This is an optimization exercise on Yosys and OpenROAD, whose aim is small area, a short achievable clock period and few clock cycles per item, not a production implementation.
The RTL was checked by simulation tests, not by an equivalence proof against the original design.

## onyx
==> flow/design.v (excerpt) <==
module gst_ecc (
    input  wire        clk,
    input  wire        rst,
    input  wire        req_valid,
    output wire        req_ready,
    input  wire [1:0]  req_op,        
    input  wire [33:0] req_addr,      
    input  wire [31:0] req_origin,
    input  wire [79:0] req_cw,        
    input  wire [63:0] req_wdata,     
    input  wire [7:0]  req_wmask,     
    output reg         rsp_valid,
    input  wire        rsp_ready,
    output wire [63:0] rsp_data,
    output wire        rsp_wr,
    output wire [79:0] rsp_cw,
    output wire [1:0]  rsp_weight,    
    output wire        rsp_poison,
    input  wire        stat_clr,      
    input  wire [1:0]  log_clr,       
    output wire [63:0] eccstat,
    output wire [63:0] ecclog,
    output wire [31:0] eccorg
);
    wire [6:0] s1, s3;
    wire par;
    wire sx_0 = req_cw[24] ^ req_cw[75];
    wire sx_1 = req_cw[25] ^ req_cw[76];
    wire sx_2 = req_cw[55] ^ req_cw[72];
    wire sx_3 = req_cw[58] ^ sx_0;
    wire sx_4 = req_cw[17] ^ req_cw[33];
    wire sx_5 = req_cw[30] ^ req_cw[37];
    wire sx_6 = req_cw[23] ^ req_cw[50];
    wire sx_7 = req_cw[27] ^ req_cw[56];
    wire sx_8 = req_cw[19] ^ req_cw[67];
    wire sx_9 = req_cw[38] ^ req_cw[51];
    wire sx_10 = req_cw[59] ^ req_cw[73];
    wire sx_11 = req_cw[60] ^ req_cw[74];
    wire sx_12 = req_cw[8] ^ req_cw[39];
    wire sx_13 = req_cw[9] ^ req_cw[40];
    wire sx_14 = req_cw[16] ^ req_cw[52];
    wire sx_15 = req_cw[28] ^ req_cw[57];
    wire sx_16 = req_cw[26] ^ req_cw[61];
    wire sx_17 = req_cw[20] ^ req_cw[68];
    wire sx_18 = req_cw[21] ^ req_cw[69];
    wire sx_19 = req_cw[7] ^ sx_6;
    wire sx_20 = req_cw[15] ^ sx_9;
    wire sx_21 = req_cw[49] ^ sx_5;
    wire sx_22 = req_cw[78] ^ sx_3;
    wire sx_23 = sx_1 ^ sx_10;
    wire sx_24 = req_cw[29] ^ req_cw[32];
    wire sx_25 = req_cw[13] ^ req_cw[48];
    wire sx_26 = req_cw[18] ^ req_cw[66];
    wire sx_27 = req_cw[31] ^ req_cw[77];
    wire sx_28 = req_cw[22] ^ sx_7;
    wire sx_29 = req_cw[46] ^ req_cw[71];
    wire sx_30 = req_cw[45] ^ sx_2;
    wire sx_31 = req_cw[10] ^ req_cw[34];
    wire sx_32 = req_cw[14] ^ req_cw[36];
    wire sx_33 = req_cw[11] ^ req_cw[41];
  ...
For scale: ~300 flip-flops, roughly 540 I/O pins.
export LEC_CHECK = 0
export ABC_AREA = 1
export CAP_MARGIN = 20
export CORE_MARGIN = 2
export CORE_UTILIZATION = 60
export PLACE_DENSITY = 0.72
export SLEW_MARGIN = 20
create_clock -name core_clock -period 25.0 [get_ports {clk}]
standard.sh (not shown) runs the stock make flow with config.mk's settings and CLKGATE_MAP_FILE= SYNTH_SCRIPT=/design/flow/synth_recipe.tcl, a recipe that flattens the netlist after the stock synthesis.
==> flow/flow/run.sh <==
#!/bin/bash
# The standard layout, with the ports buffered by the smallest buffer
# (sky130_fd_sc_hd__buf_1) instead of the default delay buffer, and timing
# repair aiming 14 ns below the clock period.
set -euo pipefail
bash standard.sh "BUFFER_PORTS_ARGS=-buffer_cell sky130_fd_sc_hd__buf_1" SETUP_SLACK_MARGIN=14 finish > standard_flow.log 2>&1
onyx: no failed stages, no open violations at the end
Testbench counts of onyx, summed over its fixed seeds: cycles 12,008, items 12,000.
What tundra does differently from onyx at the input level:
Settings: CORE_UTILIZATION now 40, was 60; ABC_AREA no longer set, was 1; CTS_BUF_LIST now sky130_fd_sc_hd__clkbuf_8, previously not set; PLACE_DENSITY no longer set, was 0.72.
Every stage of the flow completed for tundra, and the final layout passed the timing, design-rule and antenna checks. Relative to onyx, the clock-buffer cell count of tundra is higher by 18. Of the two values seen for slowest library cell on the worst path, nand2_8 was produced by onyx and xnor3_1 by tundra. Relative to onyx, worst-case reg-to-reg path depth has decreased by 8 in tundra. Area added between synthesis and finish in tundra is 5.5 points higher than in onyx. A critical path class of in2out is what onyx shows, while in2reg belongs to tundra. Final standard cell count with taps included and fillers excluded was higher in onyx than in tundra.
The inputs of delta differ from those of tundra as listed below.
Settings: removing CTS_BUF_LIST (formerly sky130_fd_sc_hd__clkbuf_8).
==> flow/flow/run.sh <==
#!/bin/bash
# The standard layout, with the ports buffered by the smallest buffer
# (sky130_fd_sc_hd__buf_1) instead of the default delay buffer, and timing
# repair aiming 16 ns below the clock period.
set -euo pipefail
bash standard.sh "BUFFER_PORTS_ARGS=-buffer_cell sky130_fd_sc_hd__buf_1" SETUP_SLACK_MARGIN=16 finish > standard_flow.log 2>&1
==> comparison <==
The higher final wirelength of tundra and delta is in delta. Summary of delta over tundra: fraction of final layout cells with drive strength greater than 1 rose 16 points, worst setup slack moved up, hold slack roughly the same.
Modified inputs, amber compared to delta
==> flow/flow/run.sh <==
#!/bin/bash
# The standard layout, with the ports buffered by the smallest buffer
# (sky130_fd_sc_hd__buf_1) instead of the default delay buffer, and timing repair aiming 13 ns below the clock period.
set -euo pipefail
bash standard.sh "BUFFER_PORTS_ARGS=-buffer_cell sky130_fd_sc_hd__buf_1" SETUP_SLACK_MARGIN=13 finish > standard_flow.log 2>&1
## What came out
- On placed cell count, delta and amber are neck and neck.
- Against delta, amber comes in 1,566 lower on via count.
- Minimum clock period after layout ended up 0.87 ns higher on amber than on delta.
- Of delta and amber, the run reporting the lower ratio of cells with drive above 1 in the final layout was amber.
- Highest attainable clock frequency, amber vs delta: down by a little under 10%
- Diff delta -> amber: multi-input gate share of the layout cell area decreased 1.2 points.

==> afterwards: timing with drivers on the ports <==
Ports are ideal in the flow. The routed layouts listed here were re-timed in OpenROAD. Step 1 sets driving cells, clkbuf_16 on the clock port and buf_2 on the other inputs (assumed; they add their load-dependent delay and slew). Step 2, shift: input delay + t, output delay - t, t = (earliest + latest rising clock arrival at the registers) / 2. This alone moves slack from input paths to output paths. Slacks: no drivers / after step 1 / after step 2; pairs: no drivers / after step 1.
| run | t, ns | setup slack, ns | hold slack, ns | pins driven straight from the clock port |
|---|---|---|---|---|
| onyx | 0.621 | 14.229 / 14.204 / 13.957 | 0.480 / 0.480 / 0.480 | 1 |
| tundra | 0.657 | 14.003 / 14.035 / 13.377 | 0.454 / 0.454 / 0.454 | 1 |
| delta | 0.589 | 14.135 / 14.131 / 13.542 | 0.454 / 0.454 / 0.454 | 1 |
| amber | 0.592 | 13.263 / 13.291 / 12.699 | 0.451 / 0.451 / 0.451 | 1 |
After both steps every run listed still meets setup and hold. For tundra, which loses most, drivers alone change the setup slack by +0.032 ns; drivers and shift together by -0.626 ns.
